Source: an optimization exercise on an open RTL-to-GDS flow (aim: small area, a short achievable clock period and few clock cycles per item). Production flows keep margins and buffers that such runs may drop. Where RTL was checked, it was by simulation tests only, not by an equivalence proof against the original. Power figures rest on the tool's default switching activity, not on a simulated workload.

Design spindle_lane, start of the top module:
module spindle_lane (
    input  wire        clk,
    input  wire        rst,
    input  wire        in_valid,
    output wire        in_ready,
    input  wire [2:0]  in_op,
    input  wire        in_acc,
    input  wire [15:0] in_a,
    input  wire [1:0]  in_a_tag,
    input  wire [15:0] in_b,
    input  wire [1:0]  in_b_tag,
    input  wire [3:0]  in_shift,
    input  wire        in_i32,
    output reg         out_valid,
    output reg  [31:0] out_data,
    output reg  [1:0]  out_tag,
    output reg         out_cond_valid,
    output reg  [1:0]  out_cond
);
Settings: LEC_CHECK=0, CAP_MARGIN=20, CORE_MARGIN=2, CORE_UTILIZATION=40, SLEW_MARGIN=20; clock period 12.0 ns.
standard.sh (not shown) runs the stock make flow with config.mk's settings and CLKGATE_MAP_FILE= SYNTH_SCRIPT=/design/flow/synth_recipe.tcl, a recipe that flattens the netlist after the stock synthesis.
==> flow/flow/run.sh <==
#!/bin/bash
# The standard layout (standard.sh: ORFS synthesis to finish), with
# these make settings on top:
#  - CTS_*: clock-tree clustering;
set -euo pipefail
bash standard.sh SETUP_SLACK_MARGIN=8.7 CORE_UTILIZATION=70 PLACE_DENSITY=0.78 CTS_CLUSTER_SIZE=25 CTS_CLUSTER_DIAMETER=200 'BUFFER_PORTS_ARGS=-buffer_cell sky130_fd_sc_hd__buf_1' finish > standard.log 2>&1
The baseline completed with no timing, DRC or antenna violations.
Testbench counts at the start, summed over its fixed seeds: cycles 24,103, items 24,079.
==> next run, changes <==
--- a/flow/design.v
+++ b/flow/design.v
@@ -309,50 +309,55 @@
     wire fs89 = hs17 ^ fc65 ^ 1'b1;
     wire fc89 = (hs17 & fc65) | (hs17 & 1'b1) | (fc65 & 1'b1);
     wire fs90 = ~pp6[16] ^ pp7[14] ^ hc17;
     wire fc90 = (~pp6[16] & pp7[14]) | (~pp6[16] & hc17) | (pp7[14] & hc17);
     wire hs20 = pp7[15] ^ 1'b1;
     wire hc20 = pp7[15] & 1'b1;
     assign ps = {1'b1, 1'b1, 1'b1, 1'b1, 1'b1, 1'b1, 1'b1, 1'b1, 1'b1, 1'b1, ~pp7[16], hs20, fs90, fs89, fs88, fs87, fs86, fs85, fs84, fs83, fs82, fs81, fs80, fs79, fs78, fs77, fs76, fs75, fs74, fs73, fs72, fs71, fs70, fs69, fs68, fs67, fs66, hs19, hs18, pp0[1], pp0[0]};
     assign pc = {1'b0, 1'b0, 1'b0, 1'b0, 1'b0, 1'b0, 1'b0, 1'b0, 1'b0, 1'b0, hc20, fc90, fc89, fc88, fc87, fc86, fc85, fc84, fc83, fc82, fc81, fc80, fc79, fc78, fc77, fc76, fc75, fc74, fc73, fc72, fc71, fc70, fc69, fc68, fc67, fc66, hc19, hc18, bneg[1], 1'b0, bneg[0]};
+    localparam LO = 8;
+    wire [LO:0] plo = {1'b0, ps[LO-1:0]} + {1'b0, pc[LO-1:0]};
     wire reads_inv = a_ainv | ((is_mac | is_msub) & a_binv);
     reg        b_arith, b_clr, b_cmp, b_sign, b_store;
     reg        b_inv;
     reg [3:0]  b_shift;
     reg        b_i32;
-    reg [40:0] b_ps, b_pc;
+    reg [40:0] b_ps, b_pc;         
+    reg [LO:0] b_plo;              
     always @(posedge clk) begin
         b_arith <= a_v & ~rst & (is_add | is_sub | is_mac | is_msub);
         b_clr   <= a_v & ~rst & (a_op == OP_CLR);
         b_cmp   <= a_v & ~rst & (a_op == OP_CMP);
         b_sign  <= a_v & ~rst & (a_op == OP_SIGN);
         b_store <= a_v & ~rst & (a_op == OP_STORE);
         b_inv   <= reads_inv;
         b_shift <= a_shift;
         b_i32   <= a_i32;
         b_ps    <= ps;
         b_pc    <= pc;
+        b_plo   <= plo;
     end
     reg [40:0] xr, yr;
     reg        xr_g, xr_gn, xr_inv;    
     reg        yr_g, yr_gn, yr_inv;    
     reg        xmap;
     reg        rst_q;
     wire [40:0] x = xr;
     wire [40:0] y = yr;
     wire x_inv = xr_inv;
     wire y_inv = yr_inv;
     wire x_guard = xr_g | (x[40] ^ x[39]);
     wire y_guard = yr_g | (y[40] ^ y[39]);
     wire x_gneg  = xr_g ? xr_gn : x[40];
-    wire [30:0] cs_s = x[30:0] ^ b_ps[30:0] ^ b_pc[30:0];
-    wire [30:0] cs_c = (x[30:0] & b_ps[30:0]) | (x[30:0] & b_pc[30:0]) |
-                       (b_ps[30:0] & b_pc[30:0]);
-    wire [31:0] lo   = {1'b0, cs_s} + {1'b0, cs_c[29:0], 1'b0};
+    wire [30:LO] cs_s = x[30:LO] ^ b_ps[30:LO] ^ b_pc[30:LO];
+    wire [30:LO] cs_c = (x[30:LO] & b_ps[30:LO]) | (x[30:LO] & b_pc[30:LO]) |
+                        (b_ps[30:LO] & b_pc[30:LO]);
+    wire [31:0]  lo   = {1'b0, cs_s, x[LO-1:0]} +
+                        {1'b0, cs_c[29:LO], b_plo[LO:0]};
     wire [9:0]  x_hi = x[40:31];
     wire [9:0]  hi_m = x_hi - 10'd1;
     wire [9:0]  hi_p = x_hi + 10'd1;
     wire [9:0]  hi_a = cs_c[30] ? x_hi : hi_m;    
     wire [9:0]  hi_b = cs_c[30] ? hi_p : x_hi;    
     wire [40:0] sum  = {lo[31] ? hi_b : hi_a, lo[30:0]};
     wire        sx     = x[40];
     wire [40:0] yy     = sx ? y : ~y;
After rerunning:
- wire length rose by a few percent
- non-clock buffer count climbs by 9
- combinational power goes up by a few percent
- cell area grows slightly
- core utilization is higher by 0.42 points
- cell count went up by a few percent
- area after synthesis barely changes
- worst setup slack is worse by 0.058 ns
- clock power went down by a few percent
- hold slack gains 0.013 ns
- die area is about the same
- total power rises by a few percent
- sequential share of layout area shrinks by 0.91 points
The RTL of the second run of this note was laid out without a check of its function.

[separate check: timing with driven ports]
In the flow no input, the clock included, has a driving cell. The finished layouts below were timed again as built, in two steps. Step 1: set_driving_cell puts a clkbuf_16 on clk and a buf_2 on each other input, an assumption about the parent block. Step 2, shift: input delay + t, output delay - t, t = (earliest + latest rising clock arrival at the registers) / 2. This alone moves slack from input paths to output paths. Three values: ideal ports, drivers, drivers and shift; two values: the first two.
run	t, ns	setup slack, ns	worst hold slack (ns)	worst data-port slew with drivers (ns)
the first run	0.534	8.651 / 8.605 / 8.389	0.319 / 0.319 / 0.319	0.04
the second run	0.536	8.594 / 8.594 / 8.367	0.332 / 0.332 / 0.332	0.03
After both steps every run listed still meets setup and hold. The setup slack of the first run, which loses most, moves by -0.046 ns with the drivers and by -0.262 ns with both steps.
